From an optimization exercise on the open Yosys and OpenROAD flow, aimed at small area, a short achievable clock period and few clock cycles per item; shortcuts taken in it are not production practice.
At most, simulation tests tie the RTL to the original design; equivalence was not proved.
No functional check of the RTL was part of run 1.
Power figures rest on the tool's default switching activity, not on a simulated workload.

==> flow/design.v <==
module mx_narrow (
    input  wire        clk,
    input  wire        rst,
    input  wire        in_valid,
    output wire        in_ready,
    input  wire [31:0] in_data,
    input  wire [3:0]  in_fmt,
    output wire        out_valid,
    input  wire        out_ready,
    output wire [7:0]  out_elem,
    output wire [7:0]  out_scale,
    output wire        out_last
);
    function f_is_fp;   input [3:0] f; f_is_fp = (f >= 4'd4) && (f <= 4'd8); endfunction
    function f_is_fp8;  input [3:0] f; f_is_fp8 = (f == 4'd4) || (f == 4'd5); endfunction
    function [3:0] f_bias;
        input [3:0] f;
        case (f)
        4'd4: f_bias = 4'd7;
        4'd5: f_bias = 4'd15;
        4'd6: f_bias = 4'd1;
        4'd7: f_bias = 4'd3;
        4'd8: f_bias = 4'd1;
        default: f_bias = 4'd0;
        endcase
    endfunction
    function [3:0] f_emax;
        input [3:0] f;
        case (f)
        4'd4: f_emax = 4'd8;
        4'd5: f_emax = 4'd15;
        4'd6: f_emax = 4'd2;
        4'd7: f_emax = 4'd4;
        4'd8: f_emax = 4'd2;
        default: f_emax = 4'd0;
        endcase
    endfunction
    function [4:0] f_ca;
        input [3:0] f;
        case (f)
        4'd4: f_ca = 5'd15;
        4'd5: f_ca = 5'd30;
        4'd6: f_ca = 5'd3;
        4'd7: f_ca = 5'd7;
        4'd8: f_ca = 5'd3;
        default: f_ca = 5'd0;
        endcase
    endfunction
    function [2:0] f_c2;
        input [3:0] f;
        case (f)
        4'd4: f_c2 = 3'd4;
        4'd5: f_c2 = 3'd5;
        4'd6: f_c2 = 3'd4;
        4'd7: f_c2 = 3'd5;
        4'd8: f_c2 = 3'd6;
        default: f_c2 = 3'd0;
        endcase
    endfunction
    function [6:0] f_maxenc;
        input [3:0] f;
        case (f)
        4'd4: f_maxenc = 7'h7E;
        4'd5: f_maxenc = 7'h7B;
        4'd6: f_maxenc = 7'h1F;
        4'd7: f_maxenc = 7'h1F;
        4'd8: f_maxenc = 7'h07;
        default: f_maxenc = 7'h7F;
        endcase
    endfunction
    function [1:0] f_mbits;
        input [3:0] f;
        case (f)
        4'd4: f_mbits = 2'd3;
        4'd5: f_mbits = 2'd2;
        4'd6: f_mbits = 2'd3;
        4'd7: f_mbits = 2'd2;
        4'd8: f_mbits = 2'd1;
        default: f_mbits = 2'd0;
        endcase
    endfunction
    reg [4:0] ph;        
    reg [4:0] wj;        
    reg [4:0] rj;        
    reg       dv;        
    reg       in_rdy;
    assign in_ready = in_rdy;
    wire in_fire    = in_valid & in_rdy;
    wire completing = in_fire & (wj == 5'd31);
    reg [31:0] s1_d;
    reg        s1_v, s1_first, s1_last;
    reg        s1_e1;      
    reg        s1_mnz;     
    reg [3:0]  s1_f;
    reg [3:0]  ff;         
    wire        s1_int = ~f_is_fp(s1_f);
    wire        p_sg = s1_d[31];
    wire [7:0]  p_e  = s1_d[30:23];
    wire [22:0] p_m  = s1_d[22:0];
    reg [7:0]        f_mc;  reg f_n;                     
    reg signed [8:0] c_sk;  reg c_n;  reg [3:0] c_f;     
    reg signed [8:0] d_sk;  reg d_n;  reg [3:0] d_f;     
    wire       s1_nan = s1_e1 & s1_mnz;
    wire [7:0] s1_eff = s1_e1 ? (s1_mnz ? 8'd0 : 8'd254) : p_e;
    wire [7:0]        t_cm = s1_first ? {4'd0, f_emax(s1_f)} : f_mc;
    wire              t_gt = s1_eff > t_cm;
    wire [7:0]        new_mc = t_gt ? s1_eff : t_cm;
    wire signed [8:0] new_sk = $signed({1'b0, new_mc}) - $signed({4'd0, f_ca(s1_f)});
    wire              new_n  = s1_nan | (f_n & ~s1_first);
    wire              done   = s1_v & s1_last;
    reg  [23:5] p_s;      
    reg  [3:0]  p_f;
    reg  [7:0]  p_l;
    integer k;
    always @(*) begin
        p_s[23] = 1'b0;
        for (k = 22; k >= 5; k = k - 1)
            p_s[k] = p_s[k+1] | p_m[k];
        p_f = 4'd0;
        p_l = 8'd0;
        for (k = 5; k <= 22; k = k + 1)
            if (p_m[k] & ~p_s[k+1]) begin
                p_f = p_f | p_m[k-1 -: 4];
                p_l = p_l | (k[7:0] - 8'd22);
            end
    end
    wire p_st_sub = |(p_m[17:0] & p_s[22:5]);
    reg [7:0] p_ec;
    reg [7:0] p_lo;
    always @(*) begin
        if (p_e == 8'hFF) begin
            if (s1_mnz) begin
                p_ec = 8'hFF; p_lo = 8'h00;
            end else begin
                p_ec = 8'hFE; p_lo = s1_int ? 8'hFF : 8'hF8;
            end
        end else if (p_e == 8'h00) begin
            if (s1_int) begin
                p_ec = p_m[22] ? 8'hFF : 8'h00;
                p_lo = {p_m[21:15], |p_m[14:0]};
            end else if (p_s[5]) begin
                p_ec = p_l;
                p_lo = {p_f, p_st_sub, 1'b1, 2'b00};
            end else begin
                p_ec = 8'h00; p_lo = 8'h00;
            end
        end else begin
            p_ec = p_e;
            p_lo = s1_int ? {p_m[22:16], |p_m[15:0]} : {p_m[22:19], |p_m[18:0], 3'b000};
        end
    end
    wire [16:0] pack = {p_sg, p_ec, p_lo};
    reg [17*32-1:0] ring;
    wire [16:0] ring_rd = ring[17*30-1 -: 17];    
    always @(posedge clk) begin
        ring <= {ring[17*31-1:0], s1_v ? pack : ring[17*32-1 -: 17]};
    end
    reg [16:0] a0_d, a1_d;
    reg        a0_v, a0_cplt, a0_first, a0_last;
    reg        a1_v, a1_cplt, a1_first, a1_last;
    reg        b_v, b_last;
    reg        b_sg, b_st, b_nan;
    reg [7:0]  b_sig;
    reg [3:0]  b_sh;
    reg [4:0]  b_ef;
    reg        o_v, o_last;
    reg [7:0]  o_elem, o_scale;
    assign out_valid = o_v;
    assign out_elem  = o_elem;
    assign out_scale = o_scale;
    assign out_last  = o_last;
    wire adv     = ~o_v | out_ready;
    wire a1_go   = a1_v & a1_cplt & adv;
    wire a1_free = ~a1_v | a1_go;
    wire a0_go   = a0_v & a1_free;
    wire a0_free = ~a0_v | a0_go;
    wire rd_base = (ph + 5'd2 == rj) & (dv | (rj != wj));
    wire rd_r0   = rd_base & (~a0_v | ~a1_v | (a1_cplt & ~o_v));
    wire rd_r1   = rd_base & a1_cplt;
    wire rd      = rd_r0 | (rd_r1 & out_ready);
    wire [3:0]        x_f  = a1_first ? c_f  : d_f;
    wire signed [8:0] x_sk = a1_first ? c_sk : d_sk;
    wire              x_fp = f_is_fp(x_f);
    wire [2:0]        x_c2 = f_c2(x_f);
    wire        x_sg = a1_d[16];
    wire [7:0]  x_ec = a1_d[15:8];
    wire [7:0]  x_lo = a1_d[7:0];
    wire        x_flag = x_fp & x_lo[2];
    wire        x_zero = x_fp & (x_ec == 8'd0) & ~x_lo[2];
    wire        x_nan  = x_fp & (x_ec == 8'hFF) & ~x_lo[2];
    wire [9:0]  x_e    = {{2{x_flag & x_ec[7]}}, x_ec & {8{x_fp | (x_ec != 8'hFF)}}};
    wire [7:0]  x_sig  = x_fp ? (x_zero ? 8'd0 : {1'b1, x_lo[7:4], 3'b000})
                              : {x_ec != 8'd0, x_lo[7:1]};
    wire        x_st   = x_fp ? x_lo[3] : x_lo[0];
    wire signed [9:0] x_w  = $signed(x_e) - {x_sk[8], x_sk};
    wire              x_norm = x_fp & ~x_zero & ~x_w[9] & (x_w != 10'sd0);
    wire [3:0]        x_t  = {1'b0, x_c2} + 4'd1 - x_w[3:0];
    wire              x_big = x_w < ($signed({7'd0, x_c2}) - 10'sd8);
    wire [3:0]        x_sh = x_norm ? {1'b0, x_c2} : (x_big ? 4'd9 : x_t);
    wire [4:0]        x_ef = x_norm ? x_w[4:0] : 5'd0;
    wire        y_fp   = f_is_fp(d_f);
    wire [1:0]  y_mb   = f_mbits(d_f);
    wire [6:0]  y_max  = f_maxenc(d_f);
    wire        y_bnan = d_n & ~f_is_fp8(d_f);
    wire [16:0] y_wide   = {b_sig, 9'd0} >> b_sh;
    wire [6:0]  y_kept   = y_wide[15:9];
    wire        y_guard  = y_wide[8];
    wire        y_sticky = (|y_wide[7:0]) | b_st;
    wire        y_rnd    = y_guard & (y_sticky | y_kept[0]);
    reg  [6:0]  y_enc;           
    always @(*) begin
        case (y_mb)
        2'd3:    y_enc = {b_ef[3:0], y_kept[2:0]};
        2'd2:    y_enc = {b_ef, y_kept[1:0]};
        default: y_enc = {1'b0, b_ef, y_kept[0]};
        endcase
    end
    wire        y_fsat = (y_enc > y_max) | ((y_enc == y_max) & y_rnd) |
                         ((y_mb == 2'd3) & b_ef[4]);
    wire        y_isat = (y_kept == 7'd127) & y_rnd;
    wire [7:0]  y_base = y_fp ? {1'b0, y_enc} : (b_sg ? {1'b1, ~y_kept} : {1'b0, y_kept});
    wire        y_cin  = y_fp ? y_rnd : (b_sg ^ y_rnd);
    wire [7:0]  y_sum  = y_base + {7'd0, y_cin};
    reg  [7:0]  y_fel;
    always @(*) begin
        y_fel = {1'b0, y_fsat ? y_max : y_sum[6:0]};
        case (d_f)
        4'd6, 4'd7: y_fel[5] = b_sg;
        4'd8:       y_fel[3] = b_sg;
        default:    y_fel[7] = b_sg;
        endcase
    end
    wire [7:0]  y_iel = y_isat ? (b_sg ? 8'h81 : 8'h7F) : y_sum;
    wire [7:0]  y_el  = y_bnan ? 8'h00 :
                        (b_nan & f_is_fp8(d_f)) ? 8'h7F :
                        y_fp ? y_fel : y_iel;
    wire [8:0]  y_s   = d_sk + {5'd0, f_bias(d_f)};
    wire [4:0] wj_1 = wj + 5'd1;
    wire [4:0] rj_1 = rj + 5'd1;
    wire [4:0] wj_n = in_fire ? wj_1 : wj;
    wire [4:0] rj_n = rd ? rj_1 : rj;
    wire       dv_n = completing ? 1'b1 : (rd & (rj == 5'd31)) ? 1'b0 : dv;
    wire [4:0] ph2  = ph + 5'd2;
    wire       r00 = (ph2 == wj)   & (~dv | (wj != rj));
    wire       r01 = (ph2 == wj)   & (~(dv & (rj != 5'd31)) | (wj != rj_1));
    wire       r10 = (ph2 == wj_1) & ((wj == 5'd31) ? (wj_1 != rj) : (~dv | (wj_1 != rj)));
    wire       r11 = (ph2 == wj_1) & ((wj == 5'd31) ? (wj != rj) : (~(dv & (rj != 5'd31)) | (wj != rj)));
    wire       rdy_n = in_fire ? (rd ? r11 : r10) : (rd ? r01 : r00);
    always @(posedge clk) begin
        s1_d     <= in_data;
        s1_first <= (wj == 5'd0);
        s1_last  <= (wj == 5'd31);
        s1_f     <= (wj == 5'd0) ? in_fmt : ff;
        s1_e1    <= &in_data[30:23];
        s1_mnz   <= |in_data[22:0];
        if (in_fire & (wj == 5'd0)) ff <= in_fmt;
        if (s1_v) begin
            f_mc <= new_mc;
            f_n  <= new_n;
        end
        if (done) begin
            c_sk <= new_sk;
            c_n  <= new_n;
            c_f  <= s1_f;
        end
        if (rd) begin
            a0_d     <= ring_rd;
            a0_first <= (rj == 5'd0);
            a0_last  <= (rj == 5'd31);
        end
        if (a0_go) begin
            a1_d     <= a0_d;
            a1_first <= a0_first;
            a1_last  <= a0_last;
        end
        if (a1_go & a1_first) begin
            d_sk <= c_sk;
            d_n  <= c_n;
            d_f  <= c_f;
        end
        if (adv) begin
            b_last  <= a1_last;
            b_sg    <= x_sg;
            b_st    <= x_st;
            b_nan   <= x_nan;
            b_sig   <= x_sig;
            b_sh    <= x_sh;
            b_ef    <= x_ef;
            o_last  <= b_last;
            o_elem  <= y_el;
            o_scale <= y_bnan ? 8'hFF : y_s[7:0];
        end
        if (rst) begin
            ph     <= 5'd31;
            wj     <= 5'd0;
            rj     <= 5'd0;
            dv     <= 1'b0;
            in_rdy <= 1'b1;
            s1_v   <= 1'b0;
            a0_v   <= 1'b0;
            a1_v   <= 1'b0;
            b_v    <= 1'b0;
            o_v    <= 1'b0;
        end else begin
            ph     <= ph + 5'd1;
            wj     <= wj_n;
            rj     <= rj_n;
            dv     <= dv_n;
            in_rdy <= rdy_n;
            s1_v   <= in_fire;
            if (rd) begin
                a0_v    <= 1'b1;
                a0_cplt <= dv;
            end else begin
                if (a0_go) a0_v <= 1'b0;
                if (done) a0_cplt <= 1'b1;
            end
            if (a0_go) begin
                a1_v    <= 1'b1;
                a1_cplt <= a0_cplt | done;
            end else begin
                if (a1_go) a1_v <= 1'b0;
                if (done) a1_cplt <= 1'b1;
            end
            if (adv) begin
                b_v <= a1_v & a1_cplt;
                o_v <= b_v;
            end
        end
    end
endmodule
==> flow/flow/run.sh <==
#!/bin/bash
# Standard ORFS layout, with timing repair asked to leave extra setup slack.
set -euo pipefail
bash standard.sh SETUP_SLACK_MARGIN=13.5 finish > standard_make.log 2>&1
==> flow/standard.sh <==
#!/bin/bash
# synth_recipe.tcl (not shown) runs the flow's synth.tcl, then flattens the netlist and writes it again
# the make line also repeats each setting of config.mk as NAME=value (left out here)
make -C /OpenROAD-flow-scripts/flow DESIGN_CONFIG=/design/flow/config.mk WORK_HOME=/design/flow/orfs CLKGATE_MAP_FILE= SYNTH_SCRIPT=/design/flow/synth_recipe.tcl "${@:-finish}"
==> flow/config.mk <==
export PLATFORM = sky130hd
export DESIGN_NAME = mx_narrow
export DESIGN_NICKNAME = mx_narrow
export VERILOG_FILES = /design/flow/design.v
export SDC_FILE = /design/flow/constraint.sdc
export NUM_CORES = 4
export LEC_CHECK = 0
export CAP_MARGIN = 20
export CORE_MARGIN = 2
export CORE_UTILIZATION = 65
export PLACE_DENSITY = 0.75
export SLEW_MARGIN = 20
==> flow/constraint.sdc <==
create_clock -name core_clock -period 18.0 [get_ports {clk}]
set_input_delay 3.6000 -clock core_clock [delete_from_list [all_inputs] [get_ports {clk}]]
set_output_delay 3.6000 -clock core_clock [all_outputs]
set_load 0.01 [all_outputs]
==> results of run 1 <==
-- cell families after synthesis --
logic type      synth area share (%)
simple gates                   9.121
fa+ha+maj                      3.139
flops                          72.42
compound gates                 8.573
mux                            2.181
xor+xnor                       2.342
buf+inv                        2.227
-- stage by stage --
step / instances / hold WS, ps
finish: 2244 / 313.3
global route: 2244 / 318.6
CTS: 2233 / 311.5
detailed placement: 2106 / 312.1
global placement: 2106 / 309.9
floorplan: 1657 / 309.6
-- metal layers --
layer | share of wire, % | vias to the layer above | wire, um
li1 | - | 6004 | -
met1 | 43 | 5964 | 18460
met2 | 48 | 444 | 20710
met3 | 5.3 | 96 | 2285
met4 | 2.9 | 0 | 1256
met5 | 0 | - | 0
-- state kept, by name, summed over array words and instances, names as in the netlist, 5 cells and up --
register  flops
f_mc          8
a1_d         17
o_scale       8
d_sk          9
b_sig         8
wj            5
ph            5
ring        544
b_ef          5
c_sk          9
a0_d         17
rj            5
o_elem        8
s1_d         32
-- final timing paths --
| kind | slack [ps] | from | endpoint |
|---|---|---|---|
| max reg2reg | 13730 | d_f[2] | b_sh[0] |
| max | 13280 | o_scale[7] | out_scale[7] |
| min | 310 | ring[444] | ring[461] |
| min reg2reg | 310 | ring[444] | ring[461] |
-- power breakdown --
part	internal [mW]	switching [mW]
clock network	0.816	0.579
registers	1.75	0.0510
logic	0.0668	0.0797
-- area by class of cell --
cell class / instances / area [sq um]
Clock buffer: 100 / 2004
Multi-Input combinational cell: 814 / 5632
Timing Repair Buffer: 79 / 684.4
Sequential cell: 725 / 15720
Inverter: 68 / 264.0
Tap cell: 442 / 553.0
Clock inverter: 16 / 185.2
Fill cell: 1981 / 7662
-- repair_timing --
item / in CTS / in global routing
setup endpoints to repair: 95 / 53
hold endpoints to repair: 0 / 0
buffers inserted: 8 / 10
cloned: 3 / 1
pin swaps: 1 / 4
gates resized for setup: 94 / 18
-- cell usage in the layout, fill, tap and decap left out, types with 14 or more instances in the layout --
cell type	synthesis	final
a21o_1	19	19
a21oi_1	64	64
a31oi_1	18	18
and2_1	15	14
buf_2	4	17
buf_4	0	18
clkbuf_1	45	16
clkbuf_16	0	70
clkbuf_8	0	14
clkdlybuf4s50_1	0	37
dfxtp_1	606	601
edfxtp_1	119	119
ha_1	48	48
inv_1	65	63
mux2_2	16	16
mux2i_1	24	24
nand2_1	66	62
nand2b_1	31	30
nand3_1	33	33
nand4_1	15	15
nor2_1	87	86
nor2b_1	28	27
nor3_1	26	26
nor4_1	20	20
o21ai_0	61	60
xnor2_1	31	30
xor2_1	27	27
==> impl_metrics.toml, run 1 <==
[final_layout]
layout.nets = 1846
areaGrowthSynthToFinish_pct = 15.46
drive_above_1_share_pct = 11.27
post-route-util_pct = 76.57
num_antenna_cells = 0
fin_area_sq_um = 25040

[timing]
setup_violations = 0
worst_slack_ps = 13280
max-slew-margin-rel_pct = 33.00
skew_ps = 20.17
finalHoldViolations = 0
fmax_mhz = 211.8
tightest_slew_ps = 995.8
period_share_pct = 26.23
tns_ps = 0
slew_violations = 0
rsz0062_at_grt = "yes"
period_needed_ps = 4722

[power]
ir_worst_vdd_mv = 0.1292
powerDensity_nw_per_um2 = 133.7
total_power_mw = 3.347
p_leak_nw = 10.07

[clock_tree]
cts_tree = "yes"
cts_root_buffer = "clkbuf_16"
clockBufferDepth = 3
cts_sinks = 725
clk_pin_slew_ps = 60
worstSkewPairLatency_ps = 580
htreeDepth = 3
postCtsHoldBufs = 0
cts_buffers = 66

[critical_path]
required_ps = 14400
cp_slowest_cell = "edfxtp_1"
start_kind = "flip-flop"
cp_top_family = "flip-flops"
r2r_cells = 15
crit_fanout = 1
path_buf_inv = 1
cp_num_cells = 1
cpPeakStageDelay_ps = 380
end_kind = "primary output"
arrival_ps = 1120
setup.worst_path.class = "flip-flop to primary output"
path_cells = "buf_2"

[synth]
synth_top_area_share_pct = 55.94
netlist-cell-type-count = 79
avgSynthCellArea_sq_um = 13.09
ys_ff_latch = 725
syn_area_sq_um = 21690
ys_seq_area_share_pct = 72.42
synthTopCellsByCount = "dfxtp_1 (606), edfxtp_1 (119), nor2_1 (87)"
ys_async_sr_fraction_pct = 0
synth.most_common_cell = "dfxtp_1"
synth_edf_count = 119
synth_cells = 1657
ys_warn_count = 1
synth_top_flop_cell = "dfxtp_1"
netlist_top_cells_area = "dfxtp_1 (56%), edfxtp_1 (16%), ha_1 (2.8%)"
synth_top_area_cell = "dfxtp_1"
syn_nets = 1749

[global_route]
busiest_layer = "met2"
met1_usage_pct = 32.23
grt_use_met2_pct = 41.05
grt.total_usage_pct = 24.67
use_met3_pct = 4.251
grt_overflow_total = 0
grt_pass1_vias = 12492
grt_max_degree = 42
antenna_found_initial = 1
grt_pass1_wl_mm = 67.48

[die]
io-pin-count = 59
dieArea_sq_um = 34840
die_w_um = 186.7
core_sq_um = 32700
die_h_um = 186.7
core.rowCount = 66
initial_core_util_pct = 66.32

[drt]
first_pass_iters = 6
via_count = 12508
drc_errors = 0
vias_per_cell = 5.574
wire_per_inst_um = 19.03
ant_nets = 0
wirelength_mm = 42.71
drt_iter0_markers = 890

[worst_hold_path]
hp-class = "flip-flop to flip-flop"
hold_depth = 0

[placed_design]
dp_slack_ps = 11860
gp_congestion = 0.9053
io_buffers = 58
place_area_sq_um = 22650
place_hpwl_mm = 25.64

[status]
outcome = "timing/DRC/antenna clean"

[flow_run]
max_cap_viol_count = 0
==> inputs of run 2 (changes only) <==
--- a/flow/design.v
+++ b/flow/design.v
@@ -11,71 +11,71 @@
     output wire [7:0]  out_scale,
     output wire        out_last
 );
-    function f_is_fp;   input [3:0] f; f_is_fp = (f >= 4'd4) && (f <= 4'd8); endfunction
-    function f_is_fp8;  input [3:0] f; f_is_fp8 = (f == 4'd4) || (f == 4'd5); endfunction
+    function f_is_fp;   input [2:0] f; f_is_fp = ~(f[2] & f[1]); endfunction
+    function f_is_fp8;  input [2:0] f; f_is_fp8 = (f[2:1] == 2'd0); endfunction
     function [3:0] f_bias;
-        input [3:0] f;
+        input [2:0] f;
         case (f)
-        4'd4: f_bias = 4'd7;
-        4'd5: f_bias = 4'd15;
-        4'd6: f_bias = 4'd1;
-        4'd7: f_bias = 4'd3;
-        4'd8: f_bias = 4'd1;
+        3'd0: f_bias = 4'd7;
+        3'd1: f_bias = 4'd15;
+        3'd2: f_bias = 4'd1;
+        3'd3: f_bias = 4'd3;
+        3'd4: f_bias = 4'd1;
         default: f_bias = 4'd0;
         endcase
     endfunction
     function [3:0] f_emax;
-        input [3:0] f;
+        input [2:0] f;
         case (f)
-        4'd4: f_emax = 4'd8;
-        4'd5: f_emax = 4'd15;
-        4'd6: f_emax = 4'd2;
-        4'd7: f_emax = 4'd4;
-        4'd8: f_emax = 4'd2;
+        3'd0: f_emax = 4'd8;
+        3'd1: f_emax = 4'd15;
+        3'd2: f_emax = 4'd2;
+        3'd3: f_emax = 4'd4;
+        3'd4: f_emax = 4'd2;
         default: f_emax = 4'd0;
         endcase
     endfunction
     function [4:0] f_ca;
-        input [3:0] f;
+        input [2:0] f;
         case (f)
-        4'd4: f_ca = 5'd15;
-        4'd5: f_ca = 5'd30;
-        4'd6: f_ca = 5'd3;
-        4'd7: f_ca = 5'd7;
-        4'd8: f_ca = 5'd3;
+        3'd0: f_ca = 5'd15;
+        3'd1: f_ca = 5'd30;
+        3'd2: f_ca = 5'd3;
+        3'd3: f_ca = 5'd7;
+        3'd4: f_ca = 5'd3;
         default: f_ca = 5'd0;
         endcase
     endfunction
     function [2:0] f_c2;
-        input [3:0] f;
+        input [2:0] f;
         case (f)
-        4'd4: f_c2 = 3'd4;
-        4'd5: f_c2 = 3'd5;
-        4'd6: f_c2 = 3'd4;
-        4'd7: f_c2 = 3'd5;
-        4'd8: f_c2 = 3'd6;
+        3'd0: f_c2 = 3'd4;
+        3'd1: f_c2 = 3'd5;
+        3'd2: f_c2 = 3'd4;
+        3'd3: f_c2 = 3'd5;
+        3'd4: f_c2 = 3'd6;
         default: f_c2 = 3'd0;
         endcase
     endfunction
     function [6:0] f_maxenc;
-        input [3:0] f;
+        input [2:0] f;
         case (f)
-        4'd4: f_maxenc = 7'h7E;
-        4'd5: f_maxenc = 7'h7B;
-        4'd6: f_maxenc = 7'h1F;
-        4'd7: f_maxenc = 7'h1F;
-        4'd8: f_maxenc = 7'h07;
+        3'd0: f_maxenc = 7'h7E;
+        3'd1: f_maxenc = 7'h7B;
+        3'd2: f_maxenc = 7'h1F;
+        3'd3: f_maxenc = 7'h1F;
+        3'd4: f_maxenc = 7'h07;
         default: f_maxenc = 7'h7F;
         endcase
     endfunction
     function [1:0] f_mbits;
-        input [3:0] f;
+        input [2:0] f;
         case (f)
-        4'd4: f_mbits = 2'd3;
-        4'd5: f_mbits = 2'd2;
-        4'd6: f_mbits = 2'd3;
-        4'd7: f_mbits = 2'd2;
-        4'd8: f_mbits = 2'd1;
+        3'd0: f_mbits = 2'd3;
+        3'd1: f_mbits = 2'd2;
+        3'd2: f_mbits = 2'd3;
+        3'd3: f_mbits = 2'd2;
+        3'd4: f_mbits = 2'd1;
         default: f_mbits = 2'd0;
         endcase
     endfunction
@@ -91,15 +91,16 @@
     reg        s1_v, s1_first, s1_last;
     reg        s1_e1;      
     reg        s1_mnz;     
-    reg [3:0]  s1_f;
-    reg [3:0]  ff;         
+    reg [2:0]  s1_f;
+    reg [2:0]  ff;         
+    wire [2:0] in_fc = (in_fmt >= 4'd4 && in_fmt <= 4'd8) ? in_fmt[2:0] - 3'd4 : 3'd6;
     wire        s1_int = ~f_is_fp(s1_f);
     wire        p_sg = s1_d[31];
     wire [7:0]  p_e  = s1_d[30:23];
     wire [22:0] p_m  = s1_d[22:0];
     reg [7:0]        f_mc;  reg f_n;                     
-    reg signed [8:0] c_sk;  reg c_n;  reg [3:0] c_f;     
-    reg signed [8:0] d_sk;  reg d_n;  reg [3:0] d_f;     
+    reg signed [8:0] c_sk;  reg c_n;  reg [2:0] c_f;     
+    reg signed [8:0] d_sk;  reg d_n;  reg [2:0] d_f;     
     wire       s1_nan = s1_e1 & s1_mnz;
     wire [7:0] s1_eff = s1_e1 ? (s1_mnz ? 8'd0 : 8'd254) : p_e;
     wire [7:0]        t_cm = s1_first ? {4'd0, f_emax(s1_f)} : f_mc;
@@ -178,7 +179,7 @@
     wire rd_r0   = rd_base & (~a0_v | ~a1_v | (a1_cplt & ~o_v));
     wire rd_r1   = rd_base & a1_cplt;
     wire rd      = rd_r0 | (rd_r1 & out_ready);
-    wire [3:0]        x_f  = a1_first ? c_f  : d_f;
+    wire [2:0]        x_f  = a1_first ? c_f  : d_f;
     wire signed [8:0] x_sk = a1_first ? c_sk : d_sk;
     wire              x_fp = f_is_fp(x_f);
     wire [2:0]        x_c2 = f_c2(x_f);
@@ -225,8 +226,8 @@
     always @(*) begin
         y_fel = {1'b0, y_fsat ? y_max : y_sum[6:0]};
         case (d_f)
-        4'd6, 4'd7: y_fel[5] = b_sg;
-        4'd8:       y_fel[3] = b_sg;
+        3'd2, 3'd3: y_fel[5] = b_sg;
+        3'd4:       y_fel[3] = b_sg;
         default:    y_fel[7] = b_sg;
         endcase
     end
@@ -250,10 +251,10 @@
         s1_d     <= in_data;
         s1_first <= (wj == 5'd0);
         s1_last  <= (wj == 5'd31);
-        s1_f     <= (wj == 5'd0) ? in_fmt : ff;
+        s1_f     <= (wj == 5'd0) ? in_fc : ff;
         s1_e1    <= &in_data[30:23];
         s1_mnz   <= |in_data[22:0];
-        if (in_fire & (wj == 5'd0)) ff <= in_fmt;
+        if (in_fire & (wj == 5'd0)) ff <= in_fc;
         if (s1_v) begin
             f_mc <= new_mc;
             f_n  <= new_n;
--- a/flow/config.mk
+++ b/flow/config.mk
@@ -8,5 +8,8 @@
 export CAP_MARGIN = 20
 export CORE_MARGIN = 2
 export CORE_UTILIZATION = 65
+export CTS_BUF_LIST = sky130_fd_sc_hd__clkbuf_8
+export CTS_CLUSTER_DIAMETER = 50
+export CTS_CLUSTER_SIZE = 20
 export PLACE_DENSITY = 0.75
 export SLEW_MARGIN = 20
==> impl_metrics.toml, run 2 <==
[final_layout]
num_antenna_cells = 0
most-common-layout-cells = "dfxtp_1 (599), edfxtp_1 (116), a21oi_1 (76), nor2_1 (75), nand2_1 (73)"
largestRegisters = "ring: 544 flops, s1_d: 32 flops"
multi_input_area_sq_um = 5543
seq_area_sq_um = 15610
areaGrowthSynthToFinish_pct = 9.797
largest-register = "ring"
layout_commonest_cell = "dfxtp_1"
layout.nets = 1802
largest_register_ff_count = 544
n_fill_cell = 2184
drive_above_1_share_pct = 9.700

[drt]
wirelength_mm = 38.93
vias_per_cell = 5.474
drt_iter0_markers = 815
via_count = 11901
wire_per_inst_um = 17.91
ant_nets = 0
first_pass_iters = 7
drc_errors = 0

[synth]
synth-xor-area-share_pct = 2.368
synth_top_flop_cell = "dfxtp_1"
synth_simple_gate_area_share_pct = 9.202
synth_top_area_share_pct = 56.45
synth_mux_area_share_pct = 1.854
ys_warn_count = 1
synth_top_area_cell = "dfxtp_1"
synth_cells = 1634
synth_edf_count = 116
netlist-cell-type-count = 86
synth_top_family_by_area = "simple AND/OR/NAND/NOR gates"
syn_nets = 1726
syn_area_sq_um = 21460
ys_async_sr_fraction_pct = 0
synthAdderAreaFrac_pct = 3.172
ys_ff_latch = 721
avgSynthCellArea_sq_um = 13.13
netlist_top_cells_area = "dfxtp_1 (56%), edfxtp_1 (16%), ha_1 (2.8%)"
ys_seq_area_share_pct = 72.68
synthTopCellsByCount = "dfxtp_1 (605), edfxtp_1 (116), a21oi_1 (77), nand2_1 (77), nor2_1 (76)"
synth.most_common_cell = "dfxtp_1"
synth_compound_area_share_pct = 8.578

[placed_design]
io_buffers = 58
gp_congestion = 0.9257
place_hpwl_mm = 25.79

[critical_path]
setup.worst_path.class = "flip-flop to primary output"
arrival_ps = 1260
required_ps = 14400
crit_fanout = 1
path_buf_inv = 1
end_kind = "primary output"
cp_slowest_cell = "edfxtp_1"
cp_top_family = "flip-flops"
start_kind = "flip-flop"
cpPeakStageDelay_ps = 440
path_cells = "buf_6"

[power]
total_power_mw = 2.717
clkPwrFrac_pct = 28.9
netSwitchingPower_mw = 0.6292
intPower_mw = 2.088
swShare_pct = 23.16
p_seq_share_pct = 65.8
powerDensity_nw_per_um2 = 115.3
p_leak_nw = 9.364
combPwrFrac_pct = 5.3
ir_worst_vdd_mv = 0.1034

[status]
outcome = "timing/DRC/antenna clean"

[worst_hold_path]
hp-class = "flip-flop to flip-flop"

[clock_tree]
worstSkewPairLatency_ps = 670
htreeDepth = 2
cts_buffers = 49
cts_tree = "yes"
clk_pin_slew_ps = 110
cts_sinks = 721
clockBufferDepth = 3
cts_root_buffer = "clkbuf_8"

[die]
dieArea_sq_um = 34480
io-pin-count = 59
die_h_um = 185.7
core.rowCount = 66
die_w_um = 185.7
initial_core_util_pct = 65.94
core_sq_um = 32540

[timing]
rsz0062_at_grt = "yes"
fmax_mhz = 205.9
tns_ps = 0
slew_violations = 0
max-slew-margin-rel_pct = 35.49
skew_ps = 33.84
setup_violations = 0
finalHoldViolations = 0
period_needed_ps = 4856
period_share_pct = 26.98
tightest_slew_ps = 958.8

[global_route]
grt_max_degree = 40
grt_pass1_wl_mm = 60.91
grt.total_usage_pct = 23.02
grt_overflow_total = 0
grt_pass1_vias = 11489
antenna_found_initial = 0

[flow_run]
max_cap_viol_count = 0
run 2: area by class of cell:
| type | count | area share, % |
|---|---|---|
| Multi-Input combinational cell | 799 | 23.53 |
| Clock inverter | 23 | 0.9932 |
| Timing Repair Buffer | 78 | 2.942 |
| Inverter | 61 | 0.9932 |
| Tap cell | 442 | 2.348 |
| Sequential cell | 721 | 66.27 |
| Clock buffer | 50 | 2.921 |
run 2: worst register-to-register path, delay by kind of cell (launching register included):
| family | cells | cell delay (ps) |
|---|---|---|
| adders and majority gates | 3 | 980 |
| muxes | 1 | 380 |
| DFF | 1 | 430 |
| and+or+nand+nor | 6 | 1180 |
| xor gates and xnor gates | 1 | 100 |
| AOI/OAI and AO/OA | 7 | 1000 |
run 2: stage by stage:
stage | hold slack, ps | util, % | setup WS [ps] | area [sq um] | std cells
2_1_floorplan | 309.6 | - | 12890 | 21510 | 1634
3_3_place_gp | 310.1 | 68.89 | 11920 | 22420 | 2081
3_5_place_dp | 312.1 | 68.89 | 11850 | 22420 | 2081
4_1_cts | 328.8 | 72.00 | 13120 | 23430 | 2166
5_1_grt | 325.6 | 72.40 | 13100 | 23560 | 2174
6_report | 321.9 | 72.40 | 13140 | 23560 | 2174
run 2: power by group through the flow:
| stage | clock network (mW) | registers (mW) | logic (mW) |
|---|---|---|---|
| CTS | 0.805 | 1.79 | 0.140 |
| global placement | 0 | 1.82 | 0.131 |
| detailed placement | 0 | 1.83 | 0.134 |
| global route | 0.860 | 1.80 | 0.157 |
| finish | 0.784 | 1.79 | 0.144 |
| floorplan | 0 | 1.80 | 0.102 |
run 2: worst paths after layout:
check	slack [ps]	to	startpoint	depth (start not counted)
setup / recovery	13140	out_scale[2]	o_scale[2]	1
hold / removal	320	ring[388]	ring[371]	0
setup reg to reg	13680	c_sk[6]	s1_mnz	18
hold reg to reg	320	ring[388]	ring[371]	0
run 2: layer usage:
metal  global-route usage, %  up-vias  wire length, um
li1                        -     5845                -
met1                   31.25     5641            17780
met2                   37.28      339            18060
met3                   3.815       76             1952
met4                   9.039        0             1135
met5                       0        -                0
run 2: repair_timing:
| action | in CTS | in global routing |
|---|---|---|
| gates cloned | 3 | 0 |
| setup endpoints to repair | 96 | 39 |
| hold buffers | 0 | 0 |
| gates resized for setup | 101 | 20 |
| buffers inserted | 9 | 8 |
| pin swaps | 1 | 5 |
run 2: cells by family after synthesis:
group / Yosys count
compound gates: 276
fa+ha+maj: 52
flops: 721
xor+xnor: 58
simple gates: 374
buf+inv: 117
mux: 36
Testbench counts of run 2, summed over its fixed seeds: cycles 10,520, items 320.
==> inputs of run 3 (changes only) <==
==> flow/flow/run.sh (replaced) <==
#!/bin/bash
# Standard ORFS layout, with timing repair asked to leave extra setup slack.
set -euo pipefail
bash standard.sh SETUP_SLACK_MARGIN=13.5 BUFFER_PORTS_ARGS=-buffer_cell\ sky130_fd_sc_hd__buf_1 finish > standard_make.log 2>&1
--- a/flow/config.mk
+++ b/flow/config.mk
@@ -8,8 +8,8 @@
 export CAP_MARGIN = 20
 export CORE_MARGIN = 2
 export CORE_UTILIZATION = 65
-export CTS_BUF_LIST = sky130_fd_sc_hd__clkbuf_8
-export CTS_CLUSTER_DIAMETER = 50
-export CTS_CLUSTER_SIZE = 20
+export CTS_BUF_LIST = sky130_fd_sc_hd__clkbuf_16
+export CTS_CLUSTER_DIAMETER = 70
+export CTS_CLUSTER_SIZE = 30
 export PLACE_DENSITY = 0.75
 export SLEW_MARGIN = 20
==> impl_metrics.toml, run 3 <==
[status]
outcome = "timing/DRC/antenna clean"

[critical_path]
cp_num_cells = 1
required_ps = 14400
path_buf_inv = 1
r2r-start = "s1_f[1]"
start_kind = "flip-flop"
cp_slowest_cell = "edfxtp_1"
arrival_ps = 1070
end_kind = "primary output"
path_cells = "buf_2"
setup.worst_path.class = "flip-flop to primary output"
startpoint = "o_scale[2]"
reg2reg_slack_ps = 13740
crit_fanout = 1
r2r_cells = 22
timing.rr.end = "c_sk[7]"
cpPeakStageDelay_ps = 390
cp_top_family = "flip-flops"
crit_end = "out_scale[2]"

[global_route]
antenna_found_initial = 3
grt.total_usage_pct = 23.22
grt_max_degree = 39
grt_pass1_wl_mm = 61.97
grt_pass1_vias = 11624
grt_overflow_total = 0

[clock_tree]
cts_sinks = 721
worstSkewPairLatency_ps = 560
htreeDepth = 2
cts_tree = "yes"
cts_root_buffer = "clkbuf_16"
clockBufferDepth = 3
clk_pin_slew_ps = 100
cts_buffers = 35

[die]
die_w_um = 185.7
core_sq_um = 32540
die_h_um = 185.7
core.rowCount = 66
initial_core_util_pct = 65.94
dieArea_sq_um = 34480
io-pin-count = 59

[synth]
synth_top_area_cell = "dfxtp_1"
synth_top_flop_cell = "dfxtp_1"
ys_seq_area_share_pct = 72.68
synth.most_common_cell = "dfxtp_1"
synth_cells = 1634
ys_ff_latch = 721
synth_edf_count = 116
syn_nets = 1726
synth_top_area_share_pct = 56.45
avgSynthCellArea_sq_um = 13.13
ys_async_sr_fraction_pct = 0
ys_warn_count = 1
netlist_top_cells_area = "dfxtp_1 (56%), edfxtp_1 (16%), ha_1 (2.8%)"
synthTopCellsByCount = "dfxtp_1 (605), edfxtp_1 (116), a21oi_1 (77), nand2_1 (77), nor2_1 (76)"
netlist-cell-type-count = 86
syn_area_sq_um = 21460

[placed_design]
dp_slack_ps = 12230
place_hpwl_mm = 25.75
io_buffers = 58
gp_congestion = 0.9041

[timing]
tns_ps = 0
tightest_slew_ps = 1134
slew_violations = 0
timing.hold.ws_ps = 318.7
rsz0062_at_grt = "yes"
period_needed_ps = 4674
max-slew-margin-rel_pct = 23.70
worst_slack_ps = 13330
fmax_mhz = 213.9
skew_ps = 30.12
finalHoldViolations = 0
period_share_pct = 25.97
setup_violations = 0

[final_layout]
seq_area_sq_um = 15610
largestRegisters = "ring: 544 flops, s1_d: 32 flops"
multi_input_area_sq_um = 5554
largest_register_ff_count = 544
num_antenna_cells = 0
most-common-layout-cells = "dfxtp_1 (598), edfxtp_1 (116), nor2_1 (75), a21oi_1 (75), nand2_1 (74)"
n_fill_cell = 2192
layout.nets = 1788
drive_above_1_share_pct = 8.703
areaGrowthSynthToFinish_pct = 9.698
layout_commonest_cell = "dfxtp_1"
largest-register = "ring"

[drt]
drc_errors = 0
first_pass_iters = 6
wire_per_inst_um = 18.38
vias_per_cell = 5.527
ant_nets = 0
drt_iter0_markers = 987
via_count = 11906
wirelength_mm = 39.58

[power]
ir_worst_vdd_mv = 0.1105
powerDensity_nw_per_um2 = 120.5
p_leak_nw = 9.314

[worst_hold_path]
hp-class = "flip-flop to flip-flop"

[flow_run]
max_cap_viol_count = 0
run 3: power by group:
group,total [mW],switching (mW),internal (mW)
Sequential,1.79,0.0467,1.74
Combinational,0.144,0.0822,0.0613
Clock,0.903,0.512,0.391
run 3: area by class of cell:
type / instances / share of cell area, %
Clock buffer: 36 / 3.828
Inverter: 61 / 0.9941
Timing Repair Buffer: 77 / 1.956
Multi-Input combinational cell: 800 / 23.60
Clock inverter: 17 / 0.9569
Sequential cell: 721 / 66.32
Tap cell: 442 / 2.350
run 3: metrics by stage:
| step | power [mW] | utilization [%] | instance area, sq um | cells |
|---|---|---|---|---|
| floorplan | 1.902 | - | 21510 | 1634 |
| global placement | 1.945 | 67.78 | 22050 | 2081 |
| detailed placement | 1.953 | 67.80 | 22060 | 2081 |
| CTS | 2.848 | 71.96 | 23410 | 2149 |
| global route | 2.935 | 72.34 | 23540 | 2154 |
| finish | 2.836 | 72.34 | 23540 | 2154 |
run 3: kinds of logic (layout without fill, tap and decap cells):
group,after synthesis,after routing,synth area share (%)
AO/OA/AOI/OAI,276,278,8.578
XOR/XNOR,58,58,2.368
adder cells (fa/ha/maj),52,52,3.172
buffers and inverters,117,191,2.140
flip-flops,721,721,72.68
multiplexers,36,36,1.854
AND/OR/NAND/NOR,374,376,9.202
run 3: worst min-delay path by stage:
| stage | cells after the start | from | endpoint | slack (ps) |
|---|---|---|---|---|
| global route | 0 | ring[11] | ring[28] | 320 |
| floorplan | 0 | ring[83] | ring[100] | 310 |
| finish | 0 | ring[167] | ring[184] | 320 |
| global placement | 0 | ring[187] | ring[204] | 310 |
| detailed placement | 0 | ring[23] | ring[40] | 310 |
| CTS | 0 | ring[11] | ring[28] | 320 |
run 3: routing by layer:
metal  vias to the layer above  global-route usage, %  wire length, um
met3                        69                  3.228             1839
met1                      5714                  32.22            18100
met2                       300                  38.66            18620
met4                         2                  6.205             1010
met5                         -                      0               13
li1                       5821                      -                -
run 3: worst register-to-register path: stages (launching register included):
cell      delay, ps
dfxtp_2         390
xor2_1          170
o21ai_0         170
nor2_1           70
a21oi_2         140
ha_1            260
nor2b_1         140
o21a_1          170
o21a_1          180
o21ai_2         120
or3b_4          420
nand2_4         130
buf_12          110
nand2_1          50
o21a_1          130
ha_1            300
nor2b_1         130
o21ai_0         150
nand2b_1        110
a21o_1          190
a21o_1          210
a21oi_1         160
xor2_1           90
run 3: repair_timing:
item	CTS	global route
pin swaps	1	3
endpoints found under the setup margin	95	47
gates resized for setup	27	32
buffers inserted	11	5
gates cloned	4	0
hold endpoints to repair	0	0
hold buffers	0	0
==> inputs of run 4 (changes only) <==
--- a/flow/config.mk
+++ b/flow/config.mk
@@ -7,9 +7,9 @@
 export LEC_CHECK = 0
 export CAP_MARGIN = 20
 export CORE_MARGIN = 2
-export CORE_UTILIZATION = 65
+export CORE_UTILIZATION = 75
 export CTS_BUF_LIST = sky130_fd_sc_hd__clkbuf_16
 export CTS_CLUSTER_DIAMETER = 70
 export CTS_CLUSTER_SIZE = 30
-export PLACE_DENSITY = 0.75
+export PLACE_DENSITY = 0.85
 export SLEW_MARGIN = 20
==> impl_metrics.toml, run 4 <==
[status]
outcome = "timing/DRC/antenna clean"

[critical_path]
crit_fanout = 1
arrival_ps = 1130
path_cells = "clkbuf_2"
setup.worst_path.class = "flip-flop to primary output"
path_buf_inv = 1
required_ps = 14400
cp_slowest_cell = "edfxtp_1"
cp_top_family = "flip-flops"
end_kind = "primary output"
start_kind = "flip-flop"
cpPeakStageDelay_ps = 410

[timing]
tns_ps = 0
period_needed_ps = 4734
setup_violations = 0
timing.hold.ws_ps = 325.2
worst_slack_ps = 13270
max-slew-margin-rel_pct = 28.93
tightest_slew_ps = 1066
slew_violations = 0
period_share_pct = 26.30
fmax_mhz = 211.2
rsz0062_at_grt = "yes"
skew_ps = 15.64
finalHoldViolations = 0

[final_layout]
drive_above_1_share_pct = 8.314
n_fill_cell = 1413
largest_register_ff_count = 544
num_antenna_cells = 0
largest-register = "ring"
layout_commonest_cell = "dfxtp_1"
largestRegisters = "ring: 544 flops, s1_d: 32 flops"
most-common-layout-cells = "dfxtp_1 (598), edfxtp_1 (116), a21oi_1 (76), nor2_1 (75), nand2_1 (74)"
areaGrowthSynthToFinish_pct = 7.954
final_cells = 2086
layout.nets = 1788

[die]
die_h_um = 173.1
io-pin-count = 59
initial_core_util_pct = 76.60
dieArea_sq_um = 29980
core.rowCount = 61
core_sq_um = 28010
die_w_um = 173.1

[synth]
avgSynthCellArea_sq_um = 13.13
synth_top_area_cell = "dfxtp_1"
synth.most_common_cell = "dfxtp_1"
ys_ff_latch = 721
synth_top_flop_cell = "dfxtp_1"
synth_top_area_share_pct = 56.45
ys_seq_area_share_pct = 72.68
ys_async_sr_fraction_pct = 0
ys_warn_count = 1
syn_area_sq_um = 21460
synth_edf_count = 116
netlist-cell-type-count = 86
synth_cells = 1634
netlist_top_cells_area = "dfxtp_1 (56%), edfxtp_1 (16%), ha_1 (2.8%)"
syn_nets = 1726
synthTopCellsByCount = "dfxtp_1 (605), edfxtp_1 (116), a21oi_1 (77), nand2_1 (77), nor2_1 (76)"

[clock_tree]
clk_pin_slew_ps = 110
cts_tree = "yes"
cts_root_buffer = "clkbuf_16"
cts_sinks = 721
htreeDepth = 1
worstSkewPairLatency_ps = 600
clockBufferDepth = 3
cts_buffers = 29

[global_route]
grt_pass1_vias = 12835
grt_overflow_total = 0
grt_pass1_wl_mm = 73.42
grt_max_degree = 40
antenna_found_initial = 0
grt.total_usage_pct = 31.54

[drt]
ant_nets = 0
via_count = 12870
drt_iter0_markers = 1826
drc_errors = 0
wirelength_mm = 47.32
first_pass_iters = 8
wire_per_inst_um = 22.69
vias_per_cell = 6.170

[placed_design]
gp_congestion = 0.9179
dp_slack_ps = 12190
place_hpwl_mm = 29.83
io_buffers = 58
placed_cells = 2017

[power]
p_leak_nw = 9.197
ir_worst_vdd_mv = 0.1102
powerDensity_nw_per_um2 = 117.6

[flow_run]
max_cap_viol_count = 0

[worst_hold_path]
hp-class = "flip-flop to flip-flop"
[run 4: cell counts after synthesis]
No cell type changed its count.
[run 4: through the flow]
stage / power (mW) / utilization, % / cell area (sq um)
finish: 2.723 / 82.69 / 23160
global route: 2.796 / 82.69 / 23160
CTS: 2.714 / 82.23 / 23030
detailed placement: 1.960 / 78.44 / 21970
global placement: 1.943 / 78.44 / 21970
floorplan: 1.902 / - / 21510
[run 4: cell type report]
cell class	instances	area, sq um	area share, %
sequential	721	15610	67.40
multi-input combinational	799	5548	23.95
clock buffer	29	725.7	3.133
tap	378	473.0	2.042
timing repair buffer	84	470.5	2.031
inverter	61	234.0	1.010
clock inverter	14	100.1	0.4322
[run 4: worst paths after layout]
check	cells after the start	slack, ps	to	from
setup reg to reg	14	13460	b_sh[0]	d_f[2]
hold reg to reg	0	330	ring[299]	ring[282]
hold / removal	0	330	ring[299]	ring[282]
setup / recovery	1	13270	out_scale[2]	o_scale[2]
[run 4: power breakdown]
group / internal, mW / switching (mW)
Sequential: 1.74 / 0.0550
Combinational: 0.0613 / 0.0889
Clock: 0.302 / 0.472
Total: 2.11 / 0.616
[run 4: cells by family (layout without fill, tap and decap cells)]
family,count (synthesis),after routing,synth area share [%]
and+or+nand+nor,374,376,9.202
DFF,721,721,72.68
buffers and inverters,117,188,2.140
adders and majority gates,52,52,3.172
xor gates and xnor gates,58,58,2.368
muxes,36,36,1.854
AOI/OAI and AO/OA,276,277,8.578
[run 4: routing by layer]
metal / up-vias / GRT usage, % / wire length, um
met2: 730 / 55.20 / 23430
li1: 5815 / - / -
met5: - / 0 / 0
met4: 0 / 12.36 / 2386
met3: 181 / 3.870 / 3291
met1: 6144 / 40.32 / 18210
[run 4: repair_timing]
action	in CTS	in global routing
resized for setup	32	21
hold buffers	0	0
pin swaps	0	2
cloned	3	0
buffers inserted	12	11
setup endpoints to repair	95	34
==> inputs of run 5 (changes only) <==
==> flow/flow/run.sh (replaced) <==
#!/bin/bash
# Standard ORFS layout, with timing repair asked to leave extra setup slack.
set -euo pipefail
bash standard.sh SETUP_SLACK_MARGIN=14 BUFFER_PORTS_ARGS=-buffer_cell\ sky130_fd_sc_hd__buf_1 finish > standard_make.log 2>&1
--- a/flow/config.mk
+++ b/flow/config.mk
@@ -7,9 +7,9 @@
 export LEC_CHECK = 0
 export CAP_MARGIN = 20
 export CORE_MARGIN = 2
-export CORE_UTILIZATION = 75
+export CORE_UTILIZATION = 65
 export CTS_BUF_LIST = sky130_fd_sc_hd__clkbuf_16
 export CTS_CLUSTER_DIAMETER = 70
 export CTS_CLUSTER_SIZE = 30
-export PLACE_DENSITY = 0.85
+export PLACE_DENSITY = 0.75
 export SLEW_MARGIN = 20
==> impl_metrics.toml, run 5 <==
[critical_path]
path_cells = "buf_2"
r2r_cells = 20
path_buf_inv = 1
timing.rr.end = "c_sk[6]"
end_kind = "primary output"
r2r-start = "s1_f[1]"
cp_top_family = "flip-flops"
required_ps = 14400
cp_num_cells = 1
start_kind = "flip-flop"
cpPeakStageDelay_ps = 400
arrival_ps = 1170
crit_fanout = 1
cp_slowest_cell = "edfxtp_1"
setup.worst_path.class = "flip-flop to primary output"
crit_end = "out_scale[5]"
startpoint = "o_scale[5]"
reg2reg_slack_ps = 14070

[drt]
wirelength_mm = 40.39
drc_errors = 0
ant_nets = 0
first_pass_iters = 5
drt_iter0_markers = 692
wire_per_inst_um = 18.60
vias_per_cell = 5.553
via_count = 12062

[synth]
synth_cells = 1634
synthTopCellsByCount = "dfxtp_1 (605), edfxtp_1 (116), a21oi_1 (77), nand2_1 (77), nor2_1 (76)"
synth_top_family_by_area = "simple AND/OR/NAND/NOR gates"
ys_warn_count = 1
synth-xor-area-share_pct = 2.368
avgSynthCellArea_sq_um = 13.13
syn_nets = 1726
synth.most_common_cell = "dfxtp_1"
synth_top_area_share_pct = 56.45
synth_mux_area_share_pct = 1.854
synthAdderAreaFrac_pct = 3.172
synth_simple_gate_area_share_pct = 9.202
netlist-cell-type-count = 86
syn_area_sq_um = 21460
ys_seq_area_share_pct = 72.68
synth_edf_count = 116
synth_compound_area_share_pct = 8.578
ys_async_sr_fraction_pct = 0
synth_top_area_cell = "dfxtp_1"
netlist_top_cells_area = "dfxtp_1 (56%), edfxtp_1 (16%), ha_1 (2.8%)"
synth_top_flop_cell = "dfxtp_1"
ys_ff_latch = 721

[timing]
skew_ps = 23.27
period_share_pct = 26.50
period_needed_ps = 4769
finalHoldViolations = 0
worst_slack_ps = 13230
setup_violations = 0
max-slew-margin-rel_pct = 35.19
fmax_mhz = 209.7
slew_violations = 0
tightest_slew_ps = 963.3
tns_ps = 0
timing.hold.ws_ps = 324.7
rsz0062_at_grt = "yes"

[clock_tree]
htreeDepth = 1
clockBufferDepth = 3
cts_sinks = 721
cts_tree = "yes"
worstSkewPairLatency_ps = 610
cts_buffers = 30
cts_root_buffer = "clkbuf_16"
postCtsHoldBufs = 0
clk_pin_slew_ps = 100

[final_layout]
final_cells = 2172
post-route-util_pct = 73.42
largest_register_ff_count = 544
fin_area_sq_um = 23890
areaGrowthSynthToFinish_pct = 11.34
largest-register = "ring"
layout_commonest_cell = "dfxtp_1"
drive_above_1_share_pct = 11.21
num_antenna_cells = 0
layout.nets = 1810
largestRegisters = "ring: 544 flops, s1_d: 32 flops"
most-common-layout-cells = "dfxtp_1 (597), edfxtp_1 (116), nor2_1 (74), a21oi_1 (71), nand2_1 (70)"

[die]
dieArea_sq_um = 34480
io-pin-count = 59
core.rowCount = 66
die_h_um = 185.7
initial_core_util_pct = 65.94
die_w_um = 185.7
core_sq_um = 32540

[placed_design]
placed_cells = 2082
place_hpwl_mm = 25.48
dp_slack_ps = 12240
place_area_sq_um = 22120
io_buffers = 58
gp_congestion = 0.8810

[power]
total_power_mw = 2.764
ir_worst_vdd_mv = 0.1186
p_leak_nw = 9.468
powerDensity_nw_per_um2 = 115.7

[global_route]
antenna_found_initial = 3
grt_max_degree = 40
grt_pass1_vias = 11690
grt_overflow_total = 0
grt.total_usage_pct = 23.37
grt_pass1_wl_mm = 62.53

[status]
outcome = "timing/DRC/antenna clean"

[worst_hold_path]
hp-class = "flip-flop to flip-flop"

[flow_run]
max_cap_viol_count = 0
==> run 5: changes by cell type in the layout (fill, tap and decap cells not counted), sizes merged <==
cell           before  now
buf                72   88
clkbuf             41   50
inv                69   66
clkdlybuf4s15       0    1
clkinv              5    4
==> run 5: how the worst min path moves through the flow <==
stage | from | to | slack (ps) | depth (start not counted)
4_1_cts | ring[117] | ring[134] | 330 | 0
6_report | ring[117] | ring[134] | 320 | 0
3_3_place_gp | ring[119] | ring[136] | 310 | 0
2_1_floorplan | ring[83] | ring[100] | 310 | 0
3_5_place_dp | ring[133] | ring[150] | 310 | 0
5_1_grt | ring[117] | ring[134] | 320 | 0
==> run 5: layout make-up <==
class                      instances  area [sq um]
fill                            2170          8648
inverter                          61         240.2
clock inverter                    10         123.9
sequential                       721         15620
multi-input combinational        799          5732
timing repair buffer             105         770.7
clock buffer                      34         850.8
tap                              442         553.0
==> run 5: logic make-up (layout without fill, tap and decap cells) <==
family	count (synthesis)	in the layout
fa+ha+maj	52	52
simple gates	374	376
xor+xnor	58	58
buf+inv	117	210
mux	36	36
flops	721	721
compound gates	276	277
==> run 5: layer usage <==
layer	vias to the layer above	track usage [%]	share of wire [%]
met2	362	38.35	47
met1	5767	32.54	45
li1	5852	-	-
met4	2	6.173	3.0
met3	79	3.796	5.3
met5	-	0.2963	0.032
==> run 5: what timing repair did <==
item                       CTS  global route
cloned                       3             2
pin swaps                    3            15
setup endpoints to repair  102            97
buffers inserted            26            15
gates resized for setup     50            52
==> run 5: report_power, final <==
group	total (mW)	switching, mW	leakage (nW)	internal, mW
sequential	1.79	0.0462	6.12	1.74
combinational	0.158	0.0877	2.86	0.0704
clock	0.816	0.467	0.491	0.349
total	2.76	0.601	9.47	2.16
==> inputs of run 6 (changes only) <==
==> flow/flow/run.sh (replaced) <==
#!/bin/bash
# Standard ORFS layout, with timing repair asked to leave extra setup slack.
set -euo pipefail
bash standard.sh SETUP_SLACK_MARGIN=13.5 finish > standard_make.log 2>&1
--- a/flow/config.mk
+++ b/flow/config.mk
@@ -8,8 +8,8 @@
 export CAP_MARGIN = 20
 export CORE_MARGIN = 2
 export CORE_UTILIZATION = 65
-export CTS_BUF_LIST = sky130_fd_sc_hd__clkbuf_16
-export CTS_CLUSTER_DIAMETER = 70
-export CTS_CLUSTER_SIZE = 30
+export CTS_BUF_LIST = sky130_fd_sc_hd__clkbuf_8 sky130_fd_sc_hd__clkbuf_16
+export CTS_CLUSTER_DIAMETER = 60
+export CTS_CLUSTER_SIZE = 24
 export PLACE_DENSITY = 0.75
 export SLEW_MARGIN = 20
==> impl_metrics.toml, run 6 <==
[die]
io-pin-count = 59
die_h_um = 185.7
initial_core_util_pct = 65.94
core_sq_um = 32540
dieArea_sq_um = 34480
core.rowCount = 66
die_w_um = 185.7

[power]
powerDensity_nw_per_um2 = 120.6
intPower_mw = 2.252
combPwrFrac_pct = 5.1
netSwitchingPower_mw = 0.6238
ir_worst_vdd_mv = 0.1227
p_leak_nw = 9.465
p_seq_share_pct = 62.3
clkPwrFrac_pct = 32.7
swShare_pct = 21.69

[worst_hold_path]
hp-class = "flip-flop to flip-flop"

[critical_path]
end_kind = "primary output"
cp_num_cells = 1
cpPeakStageDelay_ps = 410
timing.rr.end = "c_sk[6]"
cp_slowest_cell = "edfxtp_1"
crit_end = "out_scale[3]"
crit_fanout = 1
cp_top_family = "flip-flops"
arrival_ps = 1090
required_ps = 14400
reg2reg_slack_ps = 13670
path_buf_inv = 1
r2r-start = "s1_f[0]"
startpoint = "o_scale[3]"
path_cells = "buf_6"
start_kind = "flip-flop"
r2r_cells = 20
setup.worst_path.class = "flip-flop to primary output"

[clock_tree]
clockBufferDepth = 3
cts_root_buffer = "clkbuf_16"
cts_buffers = 41
postCtsHoldBufs = 0
clk_pin_slew_ps = 90
cts_sinks = 721
worstSkewPairLatency_ps = 550
cts_tree = "yes"
htreeDepth = 2

[drt]
first_pass_iters = 5
drt_iter0_markers = 943
ant_nets = 0
drc_errors = 0
via_count = 12002
wire_per_inst_um = 18.68
wirelength_mm = 40.39
vias_per_cell = 5.551

[timing]
rsz0062_at_grt = "yes"
finalHoldViolations = 0
setup_violations = 0
fmax_mhz = 213.4
skew_ps = 33.15
period_share_pct = 26.04
max-slew-margin-rel_pct = 43.10
period_needed_ps = 4687
tightest_slew_ps = 853.5
timing.hold.ws_ps = 323.5
tns_ps = 0
slew_violations = 0

[global_route]
grt_overflow_total = 0
grt.total_usage_pct = 23.51
antenna_found_initial = 0
grt_max_degree = 40
grt_pass1_wl_mm = 62.58
grt_pass1_vias = 11607

[placed_design]
place_area_sq_um = 22420
gp_congestion = 0.9257
io_buffers = 58
place_hpwl_mm = 25.79

[status]
outcome = "timing/DRC/antenna clean"

[final_layout]
fin_area_sq_um = 23840
drive_above_1_share_pct = 9.070
areaGrowthSynthToFinish_pct = 11.11
largestRegisters = "ring: 544 flops, s1_d: 32 flops"
layout.nets = 1794
largest_register_ff_count = 544
layout_commonest_cell = "dfxtp_1"
most-common-layout-cells = "dfxtp_1 (599), edfxtp_1 (116), a21oi_1 (76), nor2_1 (75), nand2_1 (73)"
num_antenna_cells = 0
largest-register = "ring"

[synth]
syn_nets = 1726
synth.most_common_cell = "dfxtp_1"
ys_warn_count = 1
synth_top_flop_cell = "dfxtp_1"
synth_edf_count = 116
ys_async_sr_fraction_pct = 0
synth_cells = 1634
synth_top_area_share_pct = 56.45
netlist_top_cells_area = "dfxtp_1 (56%), edfxtp_1 (16%), ha_1 (2.8%)"
ys_seq_area_share_pct = 72.68
ys_ff_latch = 721
synth_top_area_cell = "dfxtp_1"
avgSynthCellArea_sq_um = 13.13
netlist-cell-type-count = 86
syn_area_sq_um = 21460
synthTopCellsByCount = "dfxtp_1 (605), edfxtp_1 (116), a21oi_1 (77), nand2_1 (77), nor2_1 (76)"

[flow_run]
max_cap_viol_count = 0
[run 6: stage by stage]
stage / worst slack [ps] / cells / util [%] / total power [mW]
3_3_place_gp: 11920 / 2081 / 68.89 / 1.952
5_1_grt: 13280 / 2162 / 73.27 / 2.970
3_5_place_dp: 11850 / 2081 / 68.89 / 1.960
4_1_cts: 13310 / 2155 / 72.88 / 2.889
2_1_floorplan: 12890 / 1634 / - / 1.902
6_report: 13310 / 2162 / 73.27 / 2.876
[run 6: cell families (layout without fill, tap and decap cells)]
| family | count (synthesis) | in the layout | synth area share, % |
|---|---|---|---|
| mux | 36 | 36 | 1.854 |
| compound gates | 276 | 277 | 8.578 |
| buf+inv | 117 | 200 | 2.140 |
| fa+ha+maj | 52 | 52 | 3.172 |
| simple gates | 374 | 376 | 9.202 |
| flops | 721 | 721 | 72.68 |
| xor+xnor | 58 | 58 | 2.368 |
[run 6: final cells by class]
type / instances / area [sq um]
Clock inverter: 19 / 163.9
Tap cell: 442 / 553.0
Timing Repair Buffer: 78 / 696.9
Sequential cell: 721 / 15610
Multi-Input combinational cell: 799 / 5533
Inverter: 61 / 234.0
Clock buffer: 42 / 1051
Fill cell: 2163 / 8697
[run 6: per-layer routing]
metal	vias to the layer above	GRT usage [%]	routed length [um]
met5	-	0	0
met4	0	7.433	1056
met3	73	3.463	1948
met2	356	39.18	19290
met1	5755	32.00	18100
li1	5818	-	-
[run 6: repair_timing]
item                       4_1_cts  5_1_grt
gates cloned                     3        1
setup buffers                   10        6
resized for setup              103       13
pin swaps                        1        1
setup endpoints to repair       98       53
[run 6: power by group through the flow]
stage                     clock (mW)  combinational [mW]  sequential (mW)
final                          0.939               0.145             1.79
after global routing            1.01               0.159             1.80
after global placement             0               0.131             1.82
after floorplan                    0               0.102             1.80
after CTS                      0.956               0.140             1.79
after detailed placement           0               0.134             1.83
[run 6: how the worst min path moves through the flow]
stage	slack, ps	from	to	cells after the start
finish	320	ring[252]	ring[269]	0
CTS	320	ring[252]	ring[269]	0
global placement	310	ring[373]	ring[390]	0
global route	330	ring[252]	ring[269]	0
floorplan	310	ring[83]	ring[100]	0
detailed placement	310	ring[415]	ring[432]	0

re-timing with driven ports:
No port has a modelled driver above. Below, the same layouts with a new extraction and two added sets of constraints.
Step 1 assumes that a clkbuf_16 drives the clock port and a buf_2 every other input.
Step 2 moves the port delays by t, midway between the first and last clock arrival at a register: inputs arrive t later, outputs are due t later. That takes back most of the time a late clock gives input paths.
Three values: ideal ports, drivers, drivers and shift; two values: the first two.
run | shift t [ns] | setup slack, ns | worst data-port slew with drivers (ns) | cell pins on the clock port's net
run 1 | 0.623 | 13.279 / 13.225 / 12.921 | 0.05 | 1
run 2 | 0.701 | 13.144 / 13.095 / 12.789 | 0.05 | 1
run 3 | 0.589 | 13.326 / 13.276 / 12.902 | 0.05 | 1
run 4 | 0.637 | 13.266 / 13.217 / 12.862 | 0.04 | 1
run 5 | 0.645 | 13.231 / 13.180 / 12.913 | 0.07 | 1
run 6 | 0.585 | 13.313 / 13.263 / 12.841 | 0.04 | 1
After both steps every run listed still meets setup and hold. The setup slack of run 6, which loses most, moves by -0.050 ns with the drivers and by -0.472 ns with both steps.
